This design comes from an exercise in tuning for small area, a short achievable clock period and few clock cycles on the open sky130 flow, not from production work. In this exercise RTL edits were held to simulation tests only and were not proved equivalent to the original. Power is estimated from default activity; no workload was simulated.

## flow/design.v (module list and top-level ports; edited modules follow where they fit)
// module loop_sample_unit: 571 lines
// module lsu_mac: 1371 lines
// module lsu_add24: 67 lines
// module lsu_add32: 91 lines
// module lsu_add33: 92 lines
// module lsu_add35: 96 lines
// module lsu_add36: 101 lines
// module lsu_add65: 186 lines
// module lsu_add66: 189 lines
module loop_sample_unit (
    input  wire        clk,
    input  wire        rst,
    input  wire        start,
    input  wire        first,
    input  wire        restart,
    input  wire [31:0] pv_raw,
    input  wire [31:0] target,
    output wire        ready,
    output reg         done,
    output reg  [31:0] out_val,
    output wire        limited,
    output wire [4:0]  sat_cnt,
    output reg         mem_re,
    output reg  [6:0]  mem_raddr,
    input  wire [31:0] mem_rdata,
    output reg         mem_we,
    output reg  [6:0]  mem_waddr,
    output reg  [31:0] mem_wdata
);
  // ...
==> flow/flow/run.sh <==
#!/bin/bash
# Layout flow: the standard synthesis and layout (standard.sh), with timing
# repair aimed below the design's period (a setup margin; the constraints and
# the period are the standard flow's own) and port buffers that drive their pins quickly.
# Each step's full output goes to a log file of its own in the work folder.
set -euo pipefail
bash standard.sh synth > synth.log 2>&1
bash standard.sh SETUP_SLACK_MARGIN=18.5 \
    "BUFFER_PORTS_ARGS=-buffer_cell sky130_fd_sc_hd__buf_2" \
    finish > layout.log 2>&1
==> flow/standard.sh <==
#!/bin/bash
# synth_recipe.tcl (not shown) runs the flow's synth.tcl, then flattens the netlist and writes it again
# the make line also repeats each setting of config.mk as NAME=value (left out here)
make -C /OpenROAD-flow-scripts/flow DESIGN_CONFIG=/design/flow/config.mk WORK_HOME=/design/flow/orfs CLKGATE_MAP_FILE= SYNTH_SCRIPT=/design/flow/synth_recipe.tcl "${@:-finish}"
==> flow/config.mk <==
export PLATFORM = sky130hd
export DESIGN_NAME = loop_sample_unit
export DESIGN_NICKNAME = loop_sample_unit
export VERILOG_FILES = /design/flow/design.v
export SDC_FILE = /design/flow/constraint.sdc
export NUM_CORES = 8
export LEC_CHECK = 0
export CAP_MARGIN = 20
export CORE_MARGIN = 2
export CORE_UTILIZATION = 40
export PLACE_DENSITY = 0.6
export SLEW_MARGIN = 20
==> flow/constraint.sdc <==
create_clock -name core_clock -period 25.0 [get_ports {clk}]
set_input_delay 5.0000 -clock core_clock [delete_from_list [all_inputs] [get_ports {clk}]]
set_output_delay 5.0000 -clock core_clock [all_outputs]
set_load 0.01 [all_outputs]
==> results.toml, run 1 <==
[status]
status = "finished clean"

[final_layout]
n_all_buffers = 526
buf_share_pct = 3.73
finalNonFillerCells = 12222
fin_util_pct = 44.8
multi_input_cells = 6464
final_common_cell = "inv_1"

[synth]
syn_inst = 9164
yosysTopAreaCell = "fa_1"
synth_nets = 10620
syn_area_um2 = 86400
synth_mux_area_share_pct = 3.70

[timing]
fin_setup_tns_ns = 0
setup_slack_ns = 18.40
timing.fmax_mhz = 152
fin_skew_ns = 0.0940

[pwr]
p_total_uw = 9150
p_comb_share_pct = 54.7
pg_comb_uw = 5000

[critical_path]
critPathBufInv = 3
reg2regPathDepth = 21
r2r-end = "xc[21]"
path_class = "reg -> reg"
rrSetupSlack_ns = 18.40
worstPathCellList = "buf_4, inv_1, o21ai_0, ha_1, inv_1, fa_1, a211oi_1, o21ai_1, and4_1, or2_2, a31oi_1, nor2b_1, o21ai_0, nand2b_1, a21o_1, a21o_1, fa_1, xor2_1, nand2_1, a211o_1, o2111ai_1"

[global_route]
met1_usage_pct = 52.0
gr-usage-all-layers_pct = 40.4

[routing]
via_per_inst = 6.45
first_iter_violations = 12908
wl_met2_mm = 185

[clock_network]
cts_buffers = 119
ctsHoldBuffers = 0

[run]
cap_viol_max_count = 0

[floorplan]
die_area_um2 = 220000

[hold_path]
min_to = "ord1[2]"
Testbench counts, summed over its fixed seeds: cycles 13,425.
==> module loop_sample_unit, before the edit <==
module loop_sample_unit (
    input  wire        clk,
    input  wire        rst,
    input  wire        start,
    input  wire        first,
    input  wire        restart,
    input  wire [31:0] pv_raw,
    input  wire [31:0] target,
    output wire        ready,
    output reg         done,
    output reg  [31:0] out_val,
    output wire        limited,
    output wire [4:0]  sat_cnt,
    output reg         mem_re,
    output reg  [6:0]  mem_raddr,
    input  wire [31:0] mem_rdata,
    output reg         mem_we,
    output reg  [6:0]  mem_waddr,
    output reg  [31:0] mem_wdata
);
    localparam [6:0] W_IN_GAIN = 7'd1,  W_IN_OFS = 7'd2,  W_SP_DB = 7'd5,
                     W_RAMP    = 7'd6,  W_UMIN   = 7'd7,  W_UMAX  = 7'd8,
                     W_RLIM    = 7'd9,  W_OUT_GAIN = 7'd11, W_MASK = 7'd13,
                     W_MODE    = 7'd14, W_W      = 7'd15, W_T_REF = 7'd16,
                     W_U_LAST  = 7'd17;
    localparam [4:0] T_NONE = 5'd0,  T_INGAIN = 5'd1,  T_INOFS = 5'd2,  T_MASK = 5'd3,
                     T_TREF = 5'd4,  T_SPDB   = 5'd5,  T_MODE  = 5'd6,  T_W    = 5'd7,
                     T_RAMP = 5'd8,  T_AS1L   = 5'd9,  T_AS1H  = 5'd10, T_AB0  = 5'd11,
                     T_RLIM = 5'd12, T_UMIN   = 5'd13, T_UMAX  = 5'd14, T_ULAST = 5'd15,
                     T_BS2L = 5'd16, T_BS2H   = 5'd17, T_BB1   = 5'd18, T_BA1  = 5'd19,
                     T_BS1L = 5'd21, T_BS1H = 5'd22, T_BB2  = 5'd23,
                     T_BA2  = 5'd24, T_OUTG   = 5'd25, T_BUB1  = 5'd26, T_BUB2 = 5'd27,
                     T_RS1L = 5'd28, T_RS1H   = 5'd29, T_RB0   = 5'd30;
    localparam [2:0] O_NONE = 3'd0, O_PV = 3'd1, O_Y = 3'd2, O_N1 = 3'd3,
                     O_N1V = 3'd4, O_N2 = 3'd5, O_OUT = 3'd6, O_YR = 3'd7;
    localparam [1:0] P_IDLE = 2'd0, P_RUN = 2'd1, P_WAIT = 2'd2;
    localparam signed [65:0] SLIM_P = 66'sh0_0FFF_FFFF_E000_0000;
    localparam signed [65:0] SLIM_N = -66'sh0_0FFF_FFFF_E000_0000;
    function [6:0] sec_base;
        input [2:0] j;
        begin
            sec_base = 7'd20 + {j, 3'b000} + {3'b000, j, 1'b0};
        end
    endfunction
    function sat_hi;
        input [65:0] v;
        begin
            sat_hi = !v[65] & ((|v[64:60]) | ((&v[59:29]) & (|v[28:0])));
        end
    endfunction
    function sat_lo;
        input [65:0] v;
        begin
            sat_lo = v[65] & (!(&v[64:60]) | !(|v[59:29]));
        end
    endfunction
    function [47:0] booth_enc;
        input [31:0] b;
        input        neg;
        integer i;
        reg [32:0] bx;
        begin
            bx = {b, 1'b0};
            for (i = 0; i < 16; i = i + 1) begin
                booth_enc[i]      = bx[2*i+1] ^ bx[2*i];
                booth_enc[16 + i] = (bx[2*i+2] & ~bx[2*i+1] & ~bx[2*i]) | (~bx[2*i+2] & bx[2*i+1] & bx[2*i]);
                booth_enc[32 + i] = bx[2*i+2] ^ neg;
            end
        end
    endfunction
    function [2:0] lowest;
        input [7:0] m;
        begin
            casez (m)
                8'b???????1: lowest = 3'd0;
                8'b??????10: lowest = 3'd1;
                8'b?????100: lowest = 3'd2;
                8'b????1000: lowest = 3'd3;
                8'b???10000: lowest = 3'd4;
                8'b??100000: lowest = 3'd5;
                8'b?1000000: lowest = 3'd6;
                default:     lowest = 3'd7;
            endcase
        end
    endfunction
    reg [1:0]  phase;
    reg        ready_q;
    reg [2:0]  wcnt;
    reg [7:0]  ig_q, remA, remB;
    reg [3:0]  ordc;
    reg [4:0]  rtag, tag1, tag0, tagd;
    reg [2:0]  rsec, sec1, sec0;
    reg [3:0]  rord, ord1, ord0;
    assign ready = ready_q;
    wire accept = start & ready_q;
    reg [31:0] t_q, raw_d;
    reg        first_q, restart_q;
    reg [31:0] rd0, rd1, rd2, rd3;
    reg        ru_ul, ru_spdb, ru_ramp, ru_w;
    reg        wsel_q;
    reg  [31:0] mode_q;
    wire       sp_now = ru_ramp || (ru_w && !mode_q[26]);
    reg        sp_nowd, sp_nowdd;
    reg        dpos, dneg;
    wire       dnz = dpos | dneg;
    wire [7:0] remA_e = (tag0 == T_MASK) ? rd0[7:0] : remA;
    wire [2:0] jA = lowest(remA_e);
    wire [2:0] jB = lowest(remB);
    wire [6:0] baseA = sec_base(jA);
    wire [6:0] baseB = sec_base(jB);
    reg  [6:0] nx_addr;
    reg  [4:0] nx_tag;
    reg  [2:0] nx_sec;
    reg        nx_re;
    always @(*) begin
        nx_re   = 1'b1;
        nx_addr = W_IN_GAIN;
        nx_tag  = T_NONE;
        nx_sec  = jB;
        case (rtag)
            T_TREF:  begin nx_addr = W_SP_DB; nx_tag = T_SPDB;  end
            T_SPDB:  begin nx_addr = W_MODE;  nx_tag = T_MODE;  end
            T_MODE:  begin nx_addr = W_MASK;  nx_tag = T_MASK;  end
            T_MASK:  begin nx_addr = W_IN_OFS; nx_tag = T_INOFS; end
            T_INOFS: begin
                if (wsel_q) begin
                    nx_addr = W_RAMP; nx_tag = T_RAMP;
                end else begin
                    nx_addr = W_W;    nx_tag = T_W;
                end
            end
            T_RAMP, T_W, T_AB0: begin
                nx_sec = jA;
                if (rtag == T_W && mode_q[26]) begin
                    nx_addr = W_RAMP; nx_tag = T_RAMP;
                end else if (remA_e != 8'd0) begin
                    nx_addr = baseA + 7'd6; nx_tag = T_AS1L;
                end else begin
                    nx_addr = W_RLIM; nx_tag = T_RLIM;
                end
            end
            T_AS1L:  begin nx_sec = jA; nx_addr = baseA + 7'd7; nx_tag = T_AS1H; end
            T_AS1H:  begin nx_sec = jA; nx_addr = baseA;        nx_tag = T_AB0;  end
            T_RLIM:  begin nx_addr = W_UMIN;   nx_tag = T_UMIN;  end
            T_UMIN:  begin nx_addr = W_UMAX;   nx_tag = T_UMAX;  end
            T_UMAX, T_ULAST, T_BA2: begin
                if (rtag == T_UMAX && rd0 != 32'd0) begin
                    nx_addr = W_U_LAST; nx_tag = T_ULAST;
                end else if (remB != 8'd0 && ordc[3:2] != 2'd0) begin
                    nx_addr = baseB + 7'd6; nx_tag = T_RS1L;    
                end else if (remB != 8'd0) begin
                    nx_addr = baseB + 7'd8; nx_tag = T_BS2L;
                end else if (rtag != T_BA2) begin
                    nx_re = 1'b0; nx_tag = T_BUB1;       
                end else begin
                    nx_addr = W_OUT_GAIN; nx_tag = T_OUTG;
                end
            end
            T_BUB1:  begin nx_re = 1'b0; nx_tag = T_BUB2; end
            T_BUB2:  begin nx_addr = W_OUT_GAIN; nx_tag = T_OUTG; end
            T_RS1L:  begin nx_addr = baseB + 7'd7; nx_tag = T_RS1H; end
            T_RS1H:  begin nx_addr = baseB;        nx_tag = T_RB0;  end
            T_RB0:   begin nx_addr = baseB + 7'd8; nx_tag = T_BS2L; end
            T_BS2L:  begin nx_addr = baseB + 7'd9; nx_tag = T_BS2H; end
            T_BS2H:  begin nx_addr = baseB + 7'd1; nx_tag = T_BB1;  end
            T_BB1:   begin nx_addr = baseB + 7'd3; nx_tag = T_BA1; end
            T_BA1:   begin
                if (ig_q[jB] & dnz) begin
                    nx_addr = baseB + 7'd6; nx_tag = T_BS1L;
                end else begin
                    nx_addr = baseB + 7'd2; nx_tag = T_BB2;
                end
            end
            T_BS1L:  begin nx_addr = baseB + 7'd7; nx_tag = T_BS1H; end
            T_BS1H:  begin nx_addr = baseB + 7'd2; nx_tag = T_BB2; end
            T_BB2:   begin nx_addr = baseB + 7'd4; nx_tag = T_BA2; end
            default: ;
        endcase
        if (phase == P_IDLE) begin
            nx_addr = accept ? W_T_REF : W_IN_GAIN;
            nx_tag  = accept ? T_TREF : T_NONE;
            nx_re   = 1'b1;
        end
    end
    always @(posedge clk) begin
        if (rst) begin
            phase     <= P_IDLE;
            ready_q   <= 1'b1;
            done      <= 1'b0;
            mem_re    <= 1'b1;
            mem_raddr <= W_IN_GAIN;
            rtag      <= T_NONE;
            tag1      <= T_NONE;
            tag0      <= T_NONE;
            tagd      <= T_NONE;
            ru_ramp   <= 1'b0;
            ru_w      <= 1'b0;
            sp_nowd   <= 1'b0;
            sp_nowdd  <= 1'b0;
        end else begin
            done      <= 1'b0;
            mem_re    <= nx_re;
            mem_raddr <= nx_addr;
            rtag      <= nx_tag;
            tag1      <= (phase == P_IDLE && accept) ? T_INGAIN : rtag;
            tag0      <= tag1;
            tagd      <= tag0;
            ru_ramp   <= (tag1 == T_RAMP);
            ru_w      <= (tag1 == T_W);
            sp_nowd   <= sp_now;
            sp_nowdd  <= sp_nowd;
            case (phase)
                P_IDLE: if (accept) begin
                    phase   <= P_RUN;
                    ready_q <= 1'b0;
                end
                P_RUN: if (rtag == T_OUTG) begin
                    phase <= P_WAIT;
                    wcnt  <= 3'd3;
                end
                default: begin
                    wcnt <= wcnt - 3'd1;
                    if (wcnt == 3'd0) begin
                        phase   <= P_IDLE;
                        ready_q <= 1'b1;
                        done    <= 1'b1;
                    end
                end
            endcase
        end
    end
    always @(posedge clk) begin
        rsec <= nx_sec;
        rord <= ordc;
        sec1 <= rsec;
        ord1 <= rord;
        sec0 <= sec1;
        ord0 <= ord1;
        raw_d <= pv_raw;
        if (rtag == T_AS1H)
            remA <= remA & (remA - 8'd1);
        if (rtag == T_BB2)
            remB <= remB & (remB - 8'd1);
        if (rtag == T_AS1H || rtag == T_BB2)
            ordc <= ordc + 4'd1;
        if (rtag == T_RLIM)
            ordc <= 4'd0;
        if (tag0 == T_MASK) begin
            remA <= rd0[7:0];
            remB <= rd0[7:0];
            ig_q <= rd0[23:16];
        end
        if (tag1 == T_INGAIN)
            ordc <= 4'd0;
        rd0  <= mem_rdata;
        rd1  <= rd0;
        rd2  <= rd1;
        rd3  <= rd2;
        if (pop == O_YR)
            t_q <= p_y;
        if (accept) begin
            t_q       <= target;
            first_q   <= first;
            restart_q <= restart;
        end
    end
    reg  [15:0] bone, btwo, bng;     
    reg  [31:0] ma;                  
    reg         acc_q, e1_q;
    reg  [65:0] cs_s, cs_c, racc;
    reg  [2:0]  m2op, pop;
    reg  [2:0]  m2sec;
    reg  [3:0]  pord, m2ord;
    wire [65:0] m_d0 = acc_q ? cs_s : e1_q ? {{2{rd1[31]}}, rd1, rd2} : 66'd0;
    wire [65:0] m_d1 = acc_q ? cs_c : 66'd0;
    wire [65:0] m_s, m_c;
    lsu_mac mac (.a(ma), .bone(bone), .btwo(btwo), .bng(bng), .d0(m_d0), .d1(m_d1), .s(m_s), .c(m_c));
    always @(posedge clk) begin
        acc_q <= (tag1 == T_BA1) || (tag1 == T_BA2);
        e1_q  <= (tag1 == T_AB0) || (tag1 == T_BB1) || (tag1 == T_RB0);
        if (tag1 == T_INGAIN || tag1 == T_AB0 || tag1 == T_RB0 || tag1 == T_BB1 || tag1 == T_BA1 ||
            tag1 == T_BB2 || tag1 == T_BA2 || tag1 == T_OUTG)
            ma <= mem_rdata;
    end
    reg [2:0] m1op;
    always @(*) begin
        case (tag0)
            T_INGAIN: m1op = O_PV;
            T_AB0:    m1op = O_Y;
            T_RB0:    m1op = O_YR;
            T_BA1:    m1op = (tag1 == T_BS1L) ? O_N1V : O_N1;
            T_BA2:    m1op = O_N2;
            T_OUTG:   m1op = O_OUT;
            default:  m1op = O_NONE;
        endcase
    end
    wire [65:0]        m2_sum;
    wire               m2_co;
    lsu_add66 m2add (.a(cs_s), .b(cs_c), .cin(1'b0), .s(m2_sum), .cout(m2_co));
    wire signed [65:0] m2_sums = m2_sum;
    wire               m2_satp = sat_hi(m2_sum);
    wire               m2_satn = sat_lo(m2_sum);
    wire [63:0]        m2_n    = m2_satp ? SLIM_P[63:0] : m2_satn ? SLIM_N[63:0] : m2_sum[63:0];
    wire               m2_isn  = (m2op == O_N1) || (m2op == O_N1V) || (m2op == O_N2);
    always @(posedge clk) begin
        cs_s  <= m_s;
        cs_c  <= m_c;
        racc  <= m2_sum;
        m2sec <= sec0;
        m2ord <= ord0;
        pord  <= m2ord;
        if (rst) begin
            m2op <= O_NONE;
            pop  <= O_NONE;
        end else begin
            m2op <= m1op;
            pop  <= m2op;
        end
    end
    wire        p_rb   = racc[28] & (racc[29] | (|racc[27:0]));
    wire [34:0] p_rnd;
    wire        p_rnd_co;
    lsu_add35 rndadd (.a(racc[63:29]), .b(35'd0), .cin(p_rb), .s(p_rnd), .cout(p_rnd_co));
    wire signed [65:0] racc_s = racc;
    wire        p_ovf  = !racc[65] & ((|racc[64:60]) | (&racc[59:28]));
    wire        p_unf  = racc[65] & (!(&racc[64:61]) | (!racc[60] & !(&racc[59:28])));
    wire [31:0] p_r32  = p_ovf ? 32'h7FFF_FFFF : p_unf ? 32'h8000_0000 : p_rnd[31:0];
    wire        p_satp = sat_hi(racc);
    wire        p_satn = sat_lo(racc);
    wire        p_sat  = p_satp | p_satn;
    wire [31:0] p_y    = p_satp ? 32'h7FFF_FFFF : p_satn ? 32'h8000_0001 : p_rnd[31:0];
    reg  [31:0] pv_q;
    wire        pv2 = (tag0 == T_INOFS);
    reg  [31:0] xc;                  
    reg  [34:0] diff_q;
    wire signed [32:0] dq33   = diff_q[32:0];
    wire signed [35:0] pv_sum;       
    wire               pv_co;
    lsu_add36 pvadd (.a({diff_q[34], diff_q}), .b({{4{rd0[31]}}, rd0}), .cin(1'b0), .s(pv_sum), .cout(pv_co));
    wire        [31:0] pv_sat = (!pv_sum[35] & (|pv_sum[34:31]))  ? 32'h7FFF_FFFF :
                                (pv_sum[35] & !(&pv_sum[34:31])) ? 32'h8000_0000 : pv_sum[31:0];
    reg         ramp_q;
    wire        [31:0] ru_base = ru_spdb ? rd1 : (ru_ramp && wsel_q) ? pv_q : ru_ramp ? rd1 : rd0;
    wire        [31:0] ru_tgt  = ru_ul ? xc : t_q;
    wire        [31:0] ru_lim  = ru_ul ? rd3 : rd0;
    wire signed [34:0] ru_b35  = {{3{ru_base[31]}}, ru_base};
    wire signed [34:0] ru_t35  = {{3{ru_tgt[31]}}, ru_tgt};
    wire signed [34:0] ru_l35  = {3'b000, ru_lim};
    wire        [34:0] ru_hs   = ru_l35 ^ ru_b35 ^ ~ru_t35;
    wire        [34:0] ru_hc   = (ru_l35 & ru_b35) | (ru_l35 & ~ru_t35) | (ru_b35 & ~ru_t35);
    wire        [34:0] ru_ls   = ru_l35 ^ ~ru_b35 ^ ru_t35;
    wire        [34:0] ru_lc   = (ru_l35 & ~ru_b35) | (ru_l35 & ru_t35) | (~ru_b35 & ru_t35);
    wire        [34:0] ru_hi, ru_lo;
    wire               ru_hco, ru_lco;
    lsu_add35 ruhi (.a(ru_hs), .b({ru_hc[33:0], 1'b0}), .cin(1'b1), .s(ru_hi), .cout(ru_hco));
    lsu_add35 rulo (.a(ru_ls), .b({ru_lc[33:0], 1'b0}), .cin(1'b1), .s(ru_lo), .cout(ru_lco));
    wire               ru_gt   = ru_hi[34];
    wire               ru_lt   = ru_lo[34];
    wire        [31:0] ru_bpl, ru_bml;
    wire               ru_pco, ru_mco;
    lsu_add32 ruadd (.a(ru_base), .b(ru_lim), .cin(1'b0), .s(ru_bpl), .cout(ru_pco));
    lsu_add32 rusub (.a(ru_base), .b(~ru_lim), .cin(1'b1), .s(ru_bml), .cout(ru_mco));
    wire        [31:0] ru_res  = ru_gt ? ru_bpl : ru_lt ? ru_bml : ru_tgt;
    wire               exceed  = ru_gt | ru_lt;
    wire        [31:0] w0       = wsel_q ? pv_q : rd1;
    wire               ramping0 = wsel_q ? (ru_lim != 32'd0) : mode_q[26];
    wire        [31:0] sp_w1    = first_q ? w0 : ramping0 ? ru_res : t_q;
    wire               sp_rnew  = first_q ? ramping0 : (ramping0 & (ru_gt | ru_lt));
    reg                rz_q;
    wire signed [31:0] cl_max = rz_q ? rd1 : rd2;
    wire signed [31:0] cl_min = rz_q ? rd2 : rd3;
    wire        [31:0] sb_a  = sp_nowd ? diff_q[31:0] : xc;
    wire        [31:0] sb_b  = sp_nowd ? pv_q : rd0;
    wire signed [32:0] x0_v;
    wire               x0_co;
    lsu_add33 x0sub (.a({sb_a[31], sb_a}), .b(~{sb_b[31], sb_b}), .cin(1'b1), .s(x0_v), .cout(x0_co));
    wire        [31:0] x0    = (!x0_v[32] & x0_v[31]) ? 32'h7FFF_FFFF :
                               (x0_v[32] & !x0_v[31]) ? 32'h8000_0000 : x0_v[31:0];
    reg         rlgt_q, rllt_q, lim_q;
    wire               cl_now = (tagd == T_UMAX && rz_q) || (tagd == T_ULAST);
    reg                xmx_gt, xmx_lt, xmn_gt, xmn_lt, cmm_q;
    wire signed [31:0] xc_s   = xc;
    wire signed [31:0] rd1_s  = rd1;
    wire signed [31:0] rd0_s  = rd0;
    wire signed [32:0] cd_mx  = x0_v;
    wire signed [32:0] cd_mn;
    wire               cd_co;
    lsu_add33 cdsub (.a({xc_s[31], xc_s}), .b(~{rd1_s[31], rd1_s}), .cin(1'b1), .s(cd_mn), .cout(cd_co));
    wire        [32:0] mm_d;
    wire               mm_co;
    lsu_add33 mmsub (.a({rd0[31], rd0}), .b(~{rd1[31], rd1}), .cin(1'b1), .s(mm_d), .cout(mm_co));
    wire signed [31:0] cl_ur  = rz_q ? xc : diff_q[31:0];
    wire        [32:0] cb_lo, cb_hi;
    wire               cb_lco, cb_hco;
    lsu_add33 cblo (.a({cl_ur[31], cl_ur}), .b(~{cl_min[31], cl_min}), .cin(1'b1), .s(cb_lo), .cout(cb_lco));
    lsu_add33 cbhi (.a({cl_max[31], cl_max}), .b(~{cl_ur[31], cl_ur}), .cin(1'b1), .s(cb_hi), .cout(cb_hco));
    wire               cl_blo = rz_q ? xmn_lt : cb_lo[32];
    wire               cl_bhi = rz_q ? xmx_gt : cb_hi[32];
    wire               cl_eqx = rz_q ? !(xmx_gt | xmx_lt) : (cl_ur == cl_max);
    wire               cl_tmx = cl_blo ? cmm_q : cl_bhi;           
    wire               cl_tmn = cl_blo & !cmm_q;                    
    wire        [31:0] cl_u   = cl_tmx ? cl_max : cl_tmn ? cl_min : cl_ur;
    wire               cl_flg = cl_tmx ? !cl_eqx : cl_tmn;
    wire               cl_dp  = cl_tmx ? xmx_gt : cl_tmn ? xmn_gt : (!rz_q & rlgt_q);
    wire               cl_dn  = cl_tmx ? xmx_lt : cl_tmn ? xmn_lt : (!rz_q & rllt_q);
    assign limited = lim_q;
    reg [31:0] fifo0, fifo1, fifo2, fifo3, fifo4;
    reg [31:0] fifo_rd;
    wire       fifo_y  = (tag1 == T_BA1) || (tag1 == T_BA2);
    wire [3:0] fifo_ra = (ord1[3:2] != 2'd0) ? {3'd2, fifo_y} : ord1 + {3'd0, fifo_y};
    always @(*) begin
        case (fifo_ra)
            4'd0: fifo_rd = fifo0;
            4'd1: fifo_rd = fifo1;
            4'd2: fifo_rd = fifo2;
            4'd3: fifo_rd = fifo3;
            4'd4: fifo_rd = fifo4;
            default: fifo_rd = t_q;
        endcase
    end
    reg  [31:0] mb_n;
    reg         mb_ld, mb_neg;
    always @(*) begin
        mb_ld  = 1'b1;
        mb_neg = 1'b0;
        mb_n   = fifo_rd;
        if (tag1 == T_INGAIN)
            mb_n = raw_d;
        else if (sp_nowdd)
            mb_n = xc;                   
        else if (pop == O_Y)
            mb_n = p_y;
        else if (tag1 == T_OUTG)
            mb_n = xc;
        else if (tag1 == T_BA1 || tag1 == T_BA2)
            mb_neg = 1'b1;
        else if (tag1 != T_BB1 && tag1 != T_BB2 && tag1 != T_RB0)
            mb_ld = 1'b0;
    end
    reg  [2:0]  wsec;
    reg         commit_q;
    reg         ws_n1hi, ws_mv, ws_n2hi, ws_ulast, ws_mode;
    reg  [4:0]  satc;
    assign sat_cnt = satc;
    wire signed [64:0] mv_d;
    wire               mv_co;
    lsu_add65 mvsub (.a({diff_q[31], diff_q[31:0], pv_q}), .b(~{rd0[31], rd0, rd1}), .cin(1'b1),
                     .s(mv_d), .cout(mv_co));
    wire               mv_gt = !mv_d[64] && (mv_d != 65'sd0);
    wire               mv_lt = mv_d[64];
    wire               mv_commit = !((dpos & mv_gt) | (dneg & mv_lt));
    always @(posedge clk) begin
        if (mb_ld)
            {bng, btwo, bone} <= booth_enc(mb_n, mb_neg);
        ru_ul   <= (tag1 == T_ULAST);
        ru_spdb <= (tag1 == T_SPDB);
        if (pop == O_PV)
            diff_q <= p_rnd;
        if (pv2)
            pv_q <= pv_sat;
        if (sp_now)
            diff_q <= {{3{sp_w1[31]}}, sp_w1};
        if (tag0 == T_ULAST)
            diff_q <= {{3{ru_res[31]}}, ru_res};
        if (m2op == O_N1 || m2op == O_N1V) begin
            pv_q   <= m2_n[31:0];
            diff_q <= {3'd0, m2_n[63:32]};
        end
        if (m2op == O_N2)
            diff_q <= {3'd0, m2_n[63:32]};
        if (tag0 == T_SPDB)
            wsel_q <= first_q | restart_q | exceed;
        if (tag0 == T_MODE)
            mode_q <= rd0;
        if (sp_now)
            ramp_q <= sp_rnew;
        if (sp_nowd) begin
            xc    <= x0;
            fifo0 <= x0;
        end
        if (pop == O_Y) begin
            xc <= p_y;
            case (pord)
                4'd0: fifo1 <= p_y;
                4'd1: fifo2 <= p_y;
                4'd2: fifo3 <= p_y;
                4'd3: fifo4 <= p_y;
                default: ;
            endcase
        end
        if (tag1 == T_BA2 && ord1[3:2] != 2'd0)
            fifo4 <= t_q;
        if (tag0 == T_RLIM)
            rz_q <= (rd0 == 32'd0);
        if (tag0 == T_UMAX) begin
            xmx_gt <= !cd_mx[32] && (cd_mx != 33'sd0);
            xmx_lt <= cd_mx[32];
            xmn_gt <= !cd_mn[32] && (cd_mn != 33'sd0);
            xmn_lt <= cd_mn[32];
            cmm_q  <= mm_d[32];
        end
        if (tag0 == T_ULAST) begin
            rlgt_q <= ru_gt;
            rllt_q <= ru_lt;
        end
        if (cl_now) begin
            xc    <= cl_u;
            lim_q <= cl_flg | (!rz_q & (rlgt_q | rllt_q));
            dpos  <= cl_dp;
            dneg  <= cl_dn;
        end
        out_val <= p_r32;
        if (tag1 == T_INGAIN)
            satc <= 5'd0;
        else if ((pop == O_Y && p_sat) || (m2_isn && (m2_satp || m2_satn)))
            satc <= satc + 5'd1;
    end
    reg  exc_q;
    wire wr_tref = (tag0 == T_MASK);
    wire wr_w    = sp_nowd;
    wire wr_n1   = (m2op == O_N1) || (m2op == O_N1V);
    wire wr_n2   = (m2op == O_N2);
    always @(posedge clk) begin
        if (rst) begin
            mem_we   <= 1'b0;
            ws_n1hi  <= 1'b0;
            ws_mv    <= 1'b0;
            ws_n2hi  <= 1'b0;
            ws_ulast <= 1'b0;
            ws_mode  <= 1'b0;
        end else begin
            ws_ulast <= cl_now;
            ws_mode  <= ws_ulast;
            ws_mv    <= (m2op == O_N1V);
            ws_n1hi  <= (m2op == O_N1) || ws_mv;
            ws_n2hi  <= wr_n2;
            mem_we   <= wr_tref || wr_w || ws_ulast || ws_mode || (m2op == O_N1) ||
                        (ws_mv & mv_commit) || ((ws_n1hi || wr_n2 || ws_n2hi) & commit_q);
        end
    end
    wire [23:0] mode_inc;
    wire        mode_co;
    lsu_add24 modeinc (.a(mode_q[23:0]), .b(24'd0), .cin(1'b1), .s(mode_inc), .cout(mode_co));
    wire [31:0] wd_mode = {mode_q[31:27], ramp_q, lim_q, mode_q[24], mode_inc};
    wire        wd_hi   = ws_n1hi | ws_n2hi;
    wire [31:0] wd      = ({32{wr_tref}}       & ((first_q | exc_q) ? t_q : rd3)) |
                          ({32{ws_ulast}}      & xc) |
                          ({32{ws_mode}}       & wd_mode) |
                          ({32{wr_n1 | wr_n2}} & m2_n[31:0]) |
                          ({32{ws_mv}}         & pv_q) |
                          ({32{wd_hi | wr_w}}  & diff_q[31:0]);
    wire [2:0]  wa_sec  = wr_n1 ? m2sec : wsec;
    wire [6:0]  wa      = ({7{wr_tref}}  & W_T_REF) |
                          ({7{wr_w}}     & W_W) |
                          ({7{ws_ulast}} & W_U_LAST) |
                          ({7{ws_mode}}  & W_MODE) |
                          ({7{wr_n1 | ws_mv | ws_n1hi | wr_n2 | ws_n2hi}} &
                           (sec_base(wa_sec) + {5'd0, wr_n2 | ws_n2hi, ws_n1hi | ws_n2hi}) + 7'd6);
    always @(posedge clk) begin
        mem_wdata <= wd;
        mem_waddr <= wa;
        if (wr_n1)
            wsec <= m2sec;
        if (wr_n1)
            commit_q <= 1'b1;
        if (ws_mv)
            commit_q <= mv_commit;
        if (tag0 == T_SPDB)
            exc_q <= exceed;
    end
endmodule
==> run 2, diff against run 1 <==
--- a/flow/design.v
+++ b/flow/design.v
@@ -9,8 +9,8 @@
     output wire        ready,
     output reg         done,
     output reg  [31:0] out_val,
-    output wire        limited,
-    output wire [4:0]  sat_cnt,
+    output reg         limited,
+    output reg  [4:0]  sat_cnt,
     output reg         mem_re,
     output reg  [6:0]  mem_raddr,
     input  wire [31:0] mem_rdata,
@@ -93,7 +93,7 @@
     reg [3:0]  rord, ord1, ord0;
     assign ready = ready_q;
     wire accept = start & ready_q;
-    reg [31:0] t_q, raw_d;
+    reg [31:0] t_q;                  
     reg        first_q, restart_q;
     reg [31:0] rd0, rd1, rd2, rd3;
     reg        ru_ul, ru_spdb, ru_ramp, ru_w;
@@ -146,7 +146,7 @@
             T_UMAX, T_ULAST, T_BA2: begin
                 if (rtag == T_UMAX && rd0 != 32'd0) begin
                     nx_addr = W_U_LAST; nx_tag = T_ULAST;
-                end else if (remB != 8'd0 && ordc[3:2] != 2'd0) begin
+                end else if (remB != 8'd0 && ordc >= 4'd3) begin
                     nx_addr = baseB + 7'd6; nx_tag = T_RS1L;    
                 end else if (remB != 8'd0) begin
                     nx_addr = baseB + 7'd8; nx_tag = T_BS2L;
@@ -236,7 +236,6 @@
         ord1 <= rord;
         sec0 <= sec1;
         ord0 <= ord1;
-        raw_d <= pv_raw;
         if (rtag == T_AS1H)
             remA <= remA & (remA - 8'd1);
         if (rtag == T_BB2)
@@ -256,31 +255,32 @@
         rd1  <= rd0;
         rd2  <= rd1;
         rd3  <= rd2;
-        if (pop == O_YR)
-            t_q <= p_y;
-        if (accept) begin
-            t_q       <= target;
+        if (ready_q | (m2op == O_YR) | yrd | (m2op == O_OUT))
+            t_q <= ({32{ready_q}} & target) | ({32{m2op == O_YR}} & m2_rnd[31:0]) |
+                   ({32{yrd}} & ycorr_t) |
+                   ({32{m2op == O_OUT}} & m2_out);
+        if (ready_q) begin
             first_q   <= first;
             restart_q <= restart;
         end
     end
     reg  [15:0] bone, btwo, bng;     
-    reg  [31:0] ma;                  
-    reg         acc_q, e1_q;
-    reg  [65:0] cs_s, cs_c, racc;
-    reg  [2:0]  m2op, pop;
+    reg         acc_q, e1_q, rnd_q;
+    reg  [65:0] cs_s, cs_c;
+    reg  [2:0]  m2op;
     reg  [2:0]  m2sec;
-    reg  [3:0]  pord, m2ord;
+    reg  [3:0]  m2ord;
+    reg         yd, yrd;
+    reg         ysp_q, ysn_q, satinc_q;
+    reg  [3:0]  yord;
     wire [65:0] m_d0 = acc_q ? cs_s : e1_q ? {{2{rd1[31]}}, rd1, rd2} : 66'd0;
-    wire [65:0] m_d1 = acc_q ? cs_c : 66'd0;
+    wire [65:0] m_d1 = acc_q ? cs_c : {37'd0, rnd_q, 28'd0};
     wire [65:0] m_s, m_c;
-    lsu_mac mac (.a(ma), .bone(bone), .btwo(btwo), .bng(bng), .d0(m_d0), .d1(m_d1), .s(m_s), .c(m_c));
+    lsu_mac mac (.a(rd0), .bone(bone), .btwo(btwo), .bng(bng), .d0(m_d0), .d1(m_d1), .s(m_s), .c(m_c));
     always @(posedge clk) begin
         acc_q <= (tag1 == T_BA1) || (tag1 == T_BA2);
         e1_q  <= (tag1 == T_AB0) || (tag1 == T_BB1) || (tag1 == T_RB0);
-        if (tag1 == T_INGAIN || tag1 == T_AB0 || tag1 == T_RB0 || tag1 == T_BB1 || tag1 == T_BA1 ||
-            tag1 == T_BB2 || tag1 == T_BA2 || tag1 == T_OUTG)
-            ma <= mem_rdata;
+        rnd_q <= (tag1 == T_INGAIN) || (tag1 == T_AB0) || (tag1 == T_RB0) || (tag1 == T_OUTG);
     end
     reg [2:0] m1op;
     always @(*) begin
@@ -302,33 +302,33 @@
     wire               m2_satn = sat_lo(m2_sum);
     wire [63:0]        m2_n    = m2_satp ? SLIM_P[63:0] : m2_satn ? SLIM_N[63:0] : m2_sum[63:0];
     wire               m2_isn  = (m2op == O_N1) || (m2op == O_N1V) || (m2op == O_N2);
+    wire               m2_isy  = (m2op == O_Y);
     always @(posedge clk) begin
         cs_s  <= m_s;
         cs_c  <= m_c;
-        racc  <= m2_sum;
         m2sec <= sec0;
         m2ord <= ord0;
-        pord  <= m2ord;
         if (rst) begin
             m2op <= O_NONE;
-            pop  <= O_NONE;
+            yd   <= 1'b0;
+            yrd  <= 1'b0;
         end else begin
             m2op <= m1op;
-            pop  <= m2op;
+            yd   <= (m2op == O_Y);
+            yrd  <= (m2op == O_YR);
         end
     end
-    wire        p_rb   = racc[28] & (racc[29] | (|racc[27:0]));
-    wire [34:0] p_rnd;
-    wire        p_rnd_co;
-    lsu_add35 rndadd (.a(racc[63:29]), .b(35'd0), .cin(p_rb), .s(p_rnd), .cout(p_rnd_co));
-    wire signed [65:0] racc_s = racc;
-    wire        p_ovf  = !racc[65] & ((|racc[64:60]) | (&racc[59:28]));
-    wire        p_unf  = racc[65] & (!(&racc[64:61]) | (!racc[60] & !(&racc[59:28])));
-    wire [31:0] p_r32  = p_ovf ? 32'h7FFF_FFFF : p_unf ? 32'h8000_0000 : p_rnd[31:0];
-    wire        p_satp = sat_hi(racc);
-    wire        p_satn = sat_lo(racc);
-    wire        p_sat  = p_satp | p_satn;
-    wire [31:0] p_y    = p_satp ? 32'h7FFF_FFFF : p_satn ? 32'h8000_0001 : p_rnd[31:0];
+    localparam signed [65:0] YS_HI = 66'sh0_0FFF_FFFF_F000_0000;
+    localparam signed [65:0] YS_LO = -66'sh0_0FFF_FFFF_D000_0000;
+    wire        m2_tie  = ~|m2_sum[28:0];
+    wire [34:0] m2_rnd  = {m2_sum[63:30], m2_sum[29] & ~m2_tie};
+    wire        m2_ysp  = m2_sums > YS_HI;
+    wire        m2_ysn  = m2_sums < YS_LO;
+    wire [31:0] ycorr_x = ysp_q ? 32'h7FFF_FFFF : ysn_q ? 32'h8000_0001 : xc;
+    wire [31:0] ycorr_t = ysp_q ? 32'h7FFF_FFFF : ysn_q ? 32'h8000_0001 : t_q;
+    wire        m2_ovf  = !m2_sum[65] & (|m2_sum[64:60]);
+    wire        m2_unf  = m2_sum[65] & !(&m2_sum[64:60]);
+    wire [31:0] m2_out  = m2_ovf ? 32'h7FFF_FFFF : m2_unf ? 32'h8000_0000 : m2_rnd[31:0];
     reg  [31:0] pv_q;
     wire        pv2 = (tag0 == T_INOFS);
     reg  [31:0] xc;                  
@@ -374,8 +374,8 @@
     wire signed [32:0] x0_v;
     wire               x0_co;
     lsu_add33 x0sub (.a({sb_a[31], sb_a}), .b(~{sb_b[31], sb_b}), .cin(1'b1), .s(x0_v), .cout(x0_co));
-    wire        [31:0] x0    = (!x0_v[32] & x0_v[31]) ? 32'h7FFF_FFFF :
-                               (x0_v[32] & !x0_v[31]) ? 32'h8000_0000 : x0_v[31:0];
+    wire        [31:0] x0    = (!diff_q[32] & diff_q[31]) ? 32'h7FFF_FFFF :
+                               (diff_q[32] & !diff_q[31]) ? 32'h8000_0000 : diff_q[31:0];
     reg         rlgt_q, rllt_q, lim_q;
     wire               cl_now = (tagd == T_UMAX && rz_q) || (tagd == T_ULAST);
     reg                xmx_gt, xmx_lt, xmn_gt, xmn_lt, cmm_q;
@@ -403,99 +403,107 @@
     wire               cl_flg = cl_tmx ? !cl_eqx : cl_tmn;
     wire               cl_dp  = cl_tmx ? xmx_gt : cl_tmn ? xmn_gt : (!rz_q & rlgt_q);
     wire               cl_dn  = cl_tmx ? xmx_lt : cl_tmn ? xmn_lt : (!rz_q & rllt_q);
-    assign limited = lim_q;
-    reg [31:0] fifo0, fifo1, fifo2, fifo3, fifo4;
+    always @(posedge clk) begin
+        limited <= lim_q;
+        sat_cnt <= satc;
+    end
+    reg [31:0] fifo0, fifo1, fifo2, fifo3;
     reg [31:0] fifo_rd;
     wire       fifo_y  = (tag1 == T_BA1) || (tag1 == T_BA2);
-    wire [3:0] fifo_ra = (ord1[3:2] != 2'd0) ? {3'd2, fifo_y} : ord1 + {3'd0, fifo_y};
+    wire [3:0] fifo_ra = (ord1 >= 4'd3) ? (fifo_y ? 4'd4 : 4'd3) : ord1 + {3'd0, fifo_y};
     always @(*) begin
         case (fifo_ra)
             4'd0: fifo_rd = fifo0;
             4'd1: fifo_rd = fifo1;
             4'd2: fifo_rd = fifo2;
             4'd3: fifo_rd = fifo3;
-            4'd4: fifo_rd = fifo4;
             default: fifo_rd = t_q;
         endcase
     end
-    reg  [31:0] mb_n;
-    reg         mb_ld, mb_neg;
-    always @(*) begin
-        mb_ld  = 1'b1;
-        mb_neg = 1'b0;
-        mb_n   = fifo_rd;
-        if (tag1 == T_INGAIN)
-            mb_n = raw_d;
-        else if (sp_nowdd)
-            mb_n = xc;                   
-        else if (pop == O_Y)
-            mb_n = p_y;
-        else if (tag1 == T_OUTG)
-            mb_n = xc;
-        else if (tag1 == T_BA1 || tag1 == T_BA2)
-            mb_neg = 1'b1;
-        else if (tag1 != T_BB1 && tag1 != T_BB2 && tag1 != T_RB0)
-            mb_ld = 1'b0;
-    end
+    wire        mb_raw = ready_q;         
+    wire        mb_y   = yd;
+    wire        mb_u   = (tag1 == T_OUTG);
+    wire        mb_neg = (tag1 == T_BA1) || (tag1 == T_BA2);
+    wire        mb_f   = mb_neg || (tag1 == T_BB1) || (tag1 == T_BB2) || (tag1 == T_RB0);
+    wire        mb_ld  = mb_raw | sp_nowdd | mb_y | mb_u | mb_f;
+    wire [31:0] mb_n   = ({32{mb_raw}}   & pv_raw) |
+                         ({32{sp_nowdd}} & x0) |
+                         ({32{mb_y}}     & ycorr_x) |
+                         ({32{mb_u}}     & xc) |
+                         ({32{mb_f}}     & fifo_rd);
     reg  [2:0]  wsec;
     reg         commit_q;
     reg         ws_n1hi, ws_mv, ws_n2hi, ws_ulast, ws_mode;
     reg  [4:0]  satc;
-    assign sat_cnt = satc;
     wire signed [64:0] mv_d;
     wire               mv_co;
     lsu_add65 mvsub (.a({diff_q[31], diff_q[31:0], pv_q}), .b(~{rd0[31], rd0, rd1}), .cin(1'b1),
                      .s(mv_d), .cout(mv_co));
-    wire               mv_gt = !mv_d[64] && (mv_d != 65'sd0);
+    wire               mv_eq = ({diff_q[31:0], pv_q} == {rd0, rd1});
+    wire               mv_gt = !mv_d[64] && !mv_eq;
     wire               mv_lt = mv_d[64];
     wire               mv_commit = !((dpos & mv_gt) | (dneg & mv_lt));
+    wire        dq_pv  = (m2op == O_PV);
+    wire        dq_n   = (m2op == O_N1) || (m2op == O_N1V) || (m2op == O_N2);
+    wire        dq_lim = ru_ul | (sp_now & !first_q & ramping0);   
+    wire        dq_w0  = sp_now & first_q;
+    wire        dq_t   = sp_now & !first_q & !ramping0;
+    wire        dq_bpl = dq_lim & ru_gt;
+    wire        dq_bml = dq_lim & !ru_gt & ru_lt;
+    wire        dq_tgt = (dq_lim & !ru_gt & !ru_lt) | dq_t;
+    wire        dq_any = dq_pv | dq_n | sp_now | ru_ul | sp_nowd;
+    wire [31:0] dq_32  = ({32{dq_w0}}  & w0) |
+                         ({32{dq_bpl}} & ru_bpl) |
+                         ({32{dq_bml}} & ru_bml) |
+                         ({32{dq_tgt}} & ru_tgt);
+    wire [34:0] dq_d   = ({35{dq_pv}}   & m2_rnd) |
+                         ({35{dq_n}}    & {3'd0, m2_n[63:32]}) |
+                         ({35{sp_nowd}} & {{2{x0_v[32]}}, x0_v}) |
+                         {{3{dq_32[31]}}, dq_32};
     always @(posedge clk) begin
         if (mb_ld)
             {bng, btwo, bone} <= booth_enc(mb_n, mb_neg);
         ru_ul   <= (tag1 == T_ULAST);
         ru_spdb <= (tag1 == T_SPDB);
-        if (pop == O_PV)
-            diff_q <= p_rnd;
+        if (dq_any)
+            diff_q <= dq_d;
         if (pv2)
             pv_q <= pv_sat;
-        if (sp_now)
-            diff_q <= {{3{sp_w1[31]}}, sp_w1};
-        if (tag0 == T_ULAST)
-            diff_q <= {{3{ru_res[31]}}, ru_res};
-        if (m2op == O_N1 || m2op == O_N1V) begin
-            pv_q   <= m2_n[31:0];
-            diff_q <= {3'd0, m2_n[63:32]};
-        end
-        if (m2op == O_N2)
-            diff_q <= {3'd0, m2_n[63:32]};
+        if (m2op == O_N1 || m2op == O_N1V)
+            pv_q <= m2_n[31:0];
         if (tag0 == T_SPDB)
             wsel_q <= first_q | restart_q | exceed;
         if (tag0 == T_MODE)
             mode_q <= rd0;
         if (sp_now)
             ramp_q <= sp_rnew;
-        if (sp_nowd) begin
-            xc    <= x0;
+        if (sp_nowdd | m2_isy | yd | cl_now)
+            xc <= ({32{sp_nowdd}} & x0) | ({32{m2_isy}} & m2_rnd[31:0]) |
+                  ({32{yd}} & ycorr_x) | ({32{cl_now}} & cl_u);
+        if (sp_nowdd)
             fifo0 <= x0;
-        end
-        if (pop == O_Y) begin
-            xc <= p_y;
-            case (pord)
-                4'd0: fifo1 <= p_y;
-                4'd1: fifo2 <= p_y;
-                4'd2: fifo3 <= p_y;
-                4'd3: fifo4 <= p_y;
+        if (yd) begin
+            case (yord)
+                4'd0: fifo1 <= ycorr_x;
+                4'd1: fifo2 <= ycorr_x;
+                4'd2: fifo3 <= ycorr_x;
                 default: ;
             endcase
         end
-        if (tag1 == T_BA2 && ord1[3:2] != 2'd0)
-            fifo4 <= t_q;
+        if (m2_isy | (m2op == O_YR)) begin
+            ysp_q <= m2_ysp;
+            ysn_q <= m2_ysn;
+        end
+        yord     <= m2ord;
+        satinc_q <= (m2_isy && (m2_ysp || m2_ysn)) || (m2_isn && (m2_satp || m2_satn));
+        if (tag1 == T_BA2 && ord1 >= 4'd3)
+            fifo3 <= t_q;
         if (tag0 == T_RLIM)
             rz_q <= (rd0 == 32'd0);
         if (tag0 == T_UMAX) begin
-            xmx_gt <= !cd_mx[32] && (cd_mx != 33'sd0);
+            xmx_gt <= !cd_mx[32] && (xc != rd0);
             xmx_lt <= cd_mx[32];
-            xmn_gt <= !cd_mn[32] && (cd_mn != 33'sd0);
+            xmn_gt <= !cd_mn[32] && (xc != rd1);
             xmn_lt <= cd_mn[32];
             cmm_q  <= mm_d[32];
         end
@@ -504,15 +512,14 @@
             rllt_q <= ru_lt;
         end
         if (cl_now) begin
-            xc    <= cl_u;
             lim_q <= cl_flg | (!rz_q & (rlgt_q | rllt_q));
             dpos  <= cl_dp;
             dneg  <= cl_dn;
         end
-        out_val <= p_r32;
+        out_val <= t_q;
         if (tag1 == T_INGAIN)
             satc <= 5'd0;
-        else if ((pop == O_Y && p_sat) || (m2_isn && (m2_satp || m2_satn)))
+        else if (satinc_q)
             satc <= satc + 5'd1;
     end
     reg  exc_q;
--- a/flow/flow/run.sh
+++ b/flow/flow/run.sh
@@ -5,6 +5,6 @@
 # Each step's full output goes to a log file of its own in the work folder.
 set -euo pipefail
 bash standard.sh synth > synth.log 2>&1
-bash standard.sh SETUP_SLACK_MARGIN=18.5 \
+bash standard.sh SETUP_SLACK_MARGIN=18.6 \
     "BUFFER_PORTS_ARGS=-buffer_cell sky130_fd_sc_hd__buf_2" \
     finish > layout.log 2>&1
==> run 2 against run 1 <==
Net effect:
- routed wire length fell by 9.9%
- total power rose by 53%
- critical path depth fell by 6
- final cell count fell by 8.6%
- sequential share of layout area fell by 1.7 points
- global-route usage fell by 0.27 points
- critical path type unchanged
- first-iteration DRC count fell by 22%
- fmax rose by 2.0%
- non-clock buffer count fell by 35
- largest power group unchanged
==> results.toml, run 2 <==
[status]
status = "finished clean"

[placed_design]
gp_congestion = 1.10
io_buffers = 188
dp_slack_ns = 17.74
dp_hpwl_mm = 305

[clock_network]
cts.reportedPaths.clkPinSlew_ns = 0.06
cts_buffer_depth = 3
cts_buffers = 100
ctsHoldBuffers = 0
clkSinkCount = 817
clk_latency_ns = 0.80
tritoncts = "done"
htreeDepth = 3
ctsRootBufferMaster = "clkbuf_16"

[critical_path]
start_kind = "register"
critPathMostFrequentCell = "buf_6"
worstPathCellList = "buf_6, buf_6, mux2_2, ha_1, nand2_1, nor4_2, nand4_1, or3_1, a21o_1, a31o_2, nand3b_2, and2_2, buf_4, o21ai_1, o31ai_1"
crit_start = "rz_q"
reg2regPathDepth = 15
worstReg2RegStart = "rz_q"
cp_slowest_cell = "edfxtp_1"
crit_path_end_kind = "register"
path_class = "reg -> reg"
cp.required_ns = 25.56
r2r-end = "xc[24]"
rrSetupSlack_ns = 18.53
worstPathArrival_ns = 7.03
slowest_delay_ns = 0.64
crit_fanout = 60

[floorplan]
start_util_pct = 40.1
rows = 163
core_area_um2 = 197000
ios = 189
die_w_um = 448
die_area_um2 = 201000
die_h_um = 448

[routing]
drc = 0
via_per_inst = 6.40
vias = 71470
drtPass1Iterations = 7
first_iter_violations = 10015
routedWlPerCell_um = 36.5
drt_wl_total_mm = 407
antenna_left = 0

[synth]
avgSynthCellArea_um2 = 9.40
synth_top_area_share_pct = 18.2
syn_inst = 8404
yosysWarningCount = 1
yosysTopAreaCell = "fa_1"
seq_area_frac_synth_pct = 25.6
synth_most_common_cell = "inv_1"
synth_edf_count = 384
syn_area_um2 = 79000
yosysUniqueCellTypes = 88
async_reset_ff_share_pct = 0
ys.flop_type = "dfxtp_1"
ys_ff_latch = 817
synth_nets = 9796
synth.area.top_cells = "fa_1 18%, edfxtp_1 15%, dfxtp_1 11%"
synthTopCellsByCount = "1154 x inv_1, 718 x fa_1, 573 x ha_1, 545 x a22oi_1, 467 x nand2_1"

[pwr]
power.density_nw_per_um2 = 159
p_switching_uw = 7490
p_int_uw = 6500
power_frac_clock_pct = 11.1
pwr-share-seq_pct = 14.2
p_comb_share_pct = 74.7
ir_drop_uv = 363
switching_share_pct = 53.6
leakage_uw = 0.0380

[timing]
grt_setup_unrepaired = "true"
tightestPinTransition_ns = 1.31
min_period_ns = 6.47
min_period_over_period_pct = 25.9
setup_slack_ns = 18.53
maxSlewHeadroom_pct = 12.6
setup_viol = 0
timing.fmax_mhz = 155
fin_setup_tns_ns = 0
hold_viol = 0
fin_skew_ns = 0.0644
slew_violations = 0

[global_route]
gr-usage-all-layers_pct = 40.1
grt_max_degree = 94
antenna_found_initial = 62
grt_pass1_wl_mm = 561
grt_pass1_vias = 69441
overflow = 0

[hold_path]
hold_class = "reg -> reg"
hp-start = "sec1[0]"
worstHoldPathCells = 0
min_to = "sec0[0]"

[run]
cap_viol_max_count = 0

[final_layout]
area_growth_pct = 11.1
largest_reg_flops = 66
final_common_cell = "inv_1"
layout_common_cells = "1154 x inv_1, 713 x fa_1, 573 x ha_1"
largest-register = "cs_s"
drive_gt1_share_pct = 11.8
reg_top3 = "cs_s: 66 flops, cs_c: 65 flops, diff_q: 35 flops"
nets = 9802
run 2: cell count changes after synthesis, moves of 54 or more:
cell / change
a21oi_1: -92
a31oi_1: -54
dfxtp_1: -94
edfxtp_1: -59
mux2_2: +66
mux2i_1: -84
nand2_1: -200
o21ai_0: -160
run 2: per-layer routing:
metal,global-route usage [%],vias to the layer above,part of all wire (%)
met5,0.457,-,0.11
met4,31.2,40,9.6
met3,13.3,1351,13
met2,56.3,5605,40
met1,50.4,35613,37
li1,-,28861,-
run 2: timing repair:
action                     in CTS  in global routing
pin swaps                       1                  5
buffers inserted                0                 11
setup endpoints to repair     168                 98
gates resized for setup        94                 44
run 2: power by group through the flow:
| stage | combinational (uW) | clock, uW | sequential (uW) |
|---|---|---|---|
| floorplan | 6050 | 0 | 1920 |
| global placement | 9860 | 0 | 2010 |
| detailed placement | 9840 | 0 | 2000 |
| CTS | 10200 | 1550 | 1980 |
| global route | 11600 | 1600 | 2000 |
| finish | 10500 | 1550 | 1990 |
run 2: cells by family after synthesis:
family	Yosys count	synth area share [%]
AO/OA/AOI/OAI	2049	18.0
XOR/XNOR	737	8.17
adder cells (fa/ha/maj)	1294	27.3
buffers and inverters	1745	8.34
flip-flops	817	25.6
multiplexers	272	3.68
AND/OR/NAND/NOR	1490	8.96
run 2: final cells by class:
cell class	instances	area, um^2
clock buffers	133	2900
fillers	19015	109000
flip-flops and latches	817	20300
clock inverters	53	517
well taps	2640	3300
repair buffers	491	3350
inverters	1158	4350
diodes	35	87.6
multi-input cells	5842	52900
run 2: how the worst max path moves through the flow:
stage,cells after the start,slack [ns],endpoint
after floorplan,8,18.72,mem_raddr[4]
after global placement,21,17.73,pv_q[10]
after detailed placement,21,17.74,pv_q[6]
after CTS,20,18.54,pv_q[10]
after global routing,19,18.59,pv_q[1]
final,15,18.53,xc[24]
run 2: worst max-delay path: cells and delay by family, from the launching register on:
family                   cells  cell delay [ns]
multiplexers                 1             0.43
flip-flops                   1             0.64
adder cells (fa/ha/maj)      1             0.38
AO/OA/AOI/OAI                4             0.95
buffers and inverters        3             1.54
AND/OR/NAND/NOR              6             2.19
run 2: per-stage QoR:
stage	std cells	total power (uW)	utilization [%]	instance area, um^2	hold WS [ns]
after global routing	11136	15200	44.6	87700	0.326
final	11169	14000	44.6	87800	0.312
after CTS	11121	13700	44.3	87300	0.322
after floorplan	8404	7970	-	79000	0.310
after detailed placement	10935	11800	42.4	83500	0.312
after global placement	10934	11900	42.4	83500	0.312
Testbench counts of run 2, summed over its fixed seeds: cycles 13,455.

afterwards: timing with drivers on the ports:
Ports are ideal in the flow. The routed layouts listed here were re-timed in OpenROAD.
Step 1 sets driving cells, clkbuf_16 on the clock port and buf_2 on the other inputs (assumed; they add their load-dependent delay and slew).
Step 2 also shifts input and output timing later by t, the mid clock arrival at the registers, as if the neighbouring blocks saw the same clock.
a / b / c = ideal / step 1 / step 2; a / b = the first two.
run | shift t [ns] | setup WS [ns] | hold WS [ns] | slew at the worst register clock pin (ns) | cell pins on the clock port's net
run 1 | 0.908 | 18.402 / 18.384 / 17.951 | 0.326 / 0.326 / 0.326 | 0.08 / 0.08 | 1
run 2 | 0.855 | 18.533 / 18.465 / 18.029 | 0.312 / 0.312 / 0.312 | 0.08 / 0.08 | 1
After both steps every run listed still meets setup and hold. The setup slack of run 2, which loses most, moves by -0.068 ns with the drivers and by -0.504 ns with both steps.
